What follows belongs to an exercise in optimizing a design on an open flow for small area, a short achievable clock period and few clock cycles; a production flow would make more cautious choices.
In this exercise RTL edits were held to simulation tests only and were not proved equivalent to the original.

// loop_sample_unit
module loop_sample_unit (
    input  wire        clk,
    input  wire        rst,
    input  wire        start,
    input  wire        first,
    input  wire        restart,
    input  wire [31:0] pv_raw,
    input  wire [31:0] target,
    output wire        ready,
    output reg         done,
    output reg  [31:0] out_val,
    output reg         limited,
    output reg  [4:0]  sat_cnt,
    output reg         mem_re,
    output reg  [6:0]  mem_raddr,
    input  wire [31:0] mem_rdata,
    output reg         mem_we,
    output reg  [6:0]  mem_waddr,
    output reg  [31:0] mem_wdata
);
    localparam [6:0] W_IN_GAIN = 7'd1,  W_IN_OFS = 7'd2,  W_SP_DB = 7'd5,
                     W_RAMP    = 7'd6,  W_UMIN   = 7'd7,  W_UMAX  = 7'd8,
                     W_RLIM    = 7'd9,  W_OUT_GAIN = 7'd11, W_MASK = 7'd13,
                     W_MODE    = 7'd14, W_W      = 7'd15, W_T_REF = 7'd16,
                     W_U_LAST  = 7'd17;
    localparam [4:0] T_NONE = 5'd0,  T_INGAIN = 5'd1,  T_INOFS = 5'd2,  T_MASK = 5'd3,
                     T_TREF = 5'd4,  T_SPDB   = 5'd5,  T_MODE  = 5'd6,  T_W    = 5'd7,
                     T_RAMP = 5'd8,  T_AS1L   = 5'd9,  T_AS1H  = 5'd10, T_AB0  = 5'd11,
                     T_RLIM = 5'd12, T_UMIN   = 5'd13, T_UMAX  = 5'd14, T_ULAST = 5'd15,
  ...
Settings: LEC_CHECK=0, CAP_MARGIN=20, CORE_MARGIN=2, CORE_UTILIZATION=40, PLACE_DENSITY=0.6, SLEW_MARGIN=20; clock period 25.0 ns.
standard.sh (not shown) runs the stock make flow with config.mk's settings and CLKGATE_MAP_FILE= SYNTH_SCRIPT=/design/flow/synth_recipe.tcl, a recipe that flattens the netlist after the stock synthesis.
==> flow/flow/run.sh <==
#!/bin/bash
# Layout flow: the standard synthesis and layout (standard.sh), with timing
# repair aimed below the design's period (a setup margin; the constraints and
# the period are the standard flow's own) and port buffers that drive their pins quickly.
# Each step's full output goes to a log file of its own in the work folder.
set -euo pipefail
bash standard.sh synth > synth.log 2>&1
bash standard.sh SETUP_SLACK_MARGIN=18.4 \
    "BUFFER_PORTS_ARGS=-buffer_cell sky130_fd_sc_hd__buf_2" \
    finish > layout.log 2>&1
Testbench counts at the start, summed over its fixed seeds: cycles 13,377.
Then changed:
--- a/flow/flow/run.sh
+++ b/flow/flow/run.sh
@@ -7,3 +7,3 @@
 bash standard.sh synth > synth.log 2>&1
-bash standard.sh SETUP_SLACK_MARGIN=18.4 \
+bash standard.sh SETUP_SLACK_MARGIN=18.6 \
     "BUFFER_PORTS_ARGS=-buffer_cell sky130_fd_sc_hd__buf_2" \
Effect:
- count of clock-buffer cells in the layout does not change
- die area does not change
- global-route usage is about the same
- wire length rose by 0.30%
- design area rose by 0.47%
- first-iteration DRC count rose by 1.3%
- cell count is about the same
- clock skew is about the same
- utilization rose by 0.21 points
- setup slack improves by 0.25 ns

========
Another version of the RTL of loop_sample_unit (not shown whole).
For scale: about 9700 cells after synthesis, about 820 flip-flops, about 0.079 mm2 of cells after synthesis.
export LEC_CHECK = 0
export CAP_MARGIN = 20
export CORE_MARGIN = 2
export CORE_UTILIZATION = 40
export PLACE_DENSITY = 0.6
export SLEW_MARGIN = 20
create_clock -name core_clock -period 25.0 [get_ports {clk}]
==> flow/flow/run.sh <==
#!/bin/bash
# Layout flow: the standard synthesis (with ABC's area script) and layout
# (standard.sh), with timing repair aimed below the design's period (a setup
# margin; the constraints and the period are the standard flow's own) and port buffers that
# drive their pins quickly. Each step's full output goes to a log file of its
# own in the work folder.
set -euo pipefail
bash standard.sh ABC_AREA=1 synth > synth.log 2>&1
bash standard.sh SETUP_SLACK_MARGIN=18.6 \
    "BUFFER_PORTS_ARGS=-buffer_cell sky130_fd_sc_hd__buf_2" \
    finish > layout.log 2>&1
The baseline produced a clean layout.
Testbench counts at the start, summed over its fixed seeds: cycles 13,377.
Next try:
==> flow/flow/run.sh (replaced) <==
#!/bin/bash
# Layout flow: the standard synthesis and layout (standard.sh) with
# timing-driven global placement, timing repair aimed below the design's period
# (a setup margin; the constraints and the period are the standard flow's own) and port
# buffers that drive their pins quickly. Each step's full output goes to a log
# file of its own in the work folder.
set -euo pipefail
bash standard.sh synth > synth.log 2>&1
bash standard.sh SETUP_SLACK_MARGIN=18.6 \
    "BUFFER_PORTS_ARGS=-buffer_cell sky130_fd_sc_hd__buf_2" \
    GPL_TIMING_DRIVEN=1 \
    finish > layout.log 2>&1
=> Register-to-register slack gains 230 ps. Fmax grows by 3.5%. Setup slack is better by 220 ps. Wire length drops by 22%. Die area barely changes. Via count falls by 11%. Utilization is lower by 0.18 points. Final cell count goes down by 10%. Critical path depth drops by 15.
Next try:
==> flow/flow/run.sh (replaced) <==
#!/bin/bash
# Layout flow: the standard synthesis and layout (standard.sh), with timing
# repair aimed below the design's period (a setup margin; the constraints and
# the period are the standard flow's own) and port buffers that drive their pins quickly.
# Each step's full output goes to a log file of its own in the work folder.
set -euo pipefail
bash standard.sh synth > synth.log 2>&1
bash standard.sh SETUP_SLACK_MARGIN=18.6 \
    "BUFFER_PORTS_ARGS=-buffer_cell sky130_fd_sc_hd__buf_2" \
    finish > layout.log 2>&1
Outcome:
- The changed run finished with timing, DRC and antenna clean
- critical path depth does not change
- sequential share of layout area stays the same
- core utilization is unchanged
- worst setup slack is unchanged
- via count does not change
- wire length does not change
- final area does not change

-- static timing again, ports no longer ideal --
How much do the figures lean on ideal ports? The routed layouts below were timed once more, with nothing changed but the port constraints.
Step 1 sets driving cells, clkbuf_16 on the clock port and buf_2 on the other inputs (assumed; they add their load-dependent delay and slew).
Step 2, shift: input delay + t, output delay - t, t = (earliest + latest rising clock arrival at the registers) / 2. This alone moves slack from input paths to output paths.
a / b / c = ideal / step 1 / step 2; a / b = the first two.
| run | t, ns | setup WS [ns] | clock arrival spread, ns | worst slew at a driven data input, ns |
|---|---|---|---|---|
| the first run of note 1 | 0.855 | 18.277 / 18.250 / 17.987 | 0.093 / 0.093 | 0.13 |
| the second run of note 1 | 0.879 | 18.526 / 18.462 / 17.971 | 0.095 / 0.095 | 0.12 |
| the first run of note 2 | 0.890 | 18.357 / 18.357 / 18.357 | 0.080 / 0.080 | 0.07 |
| the second run of note 2 | 0.863 | 18.581 / 18.489 / 17.857 | 0.045 / 0.045 | 0.18 |
| the third run of note 2 | 0.863 | 18.581 / 18.489 / 17.857 | 0.045 / 0.045 | 0.18 |
After both steps setup and hold are still met in every run listed.
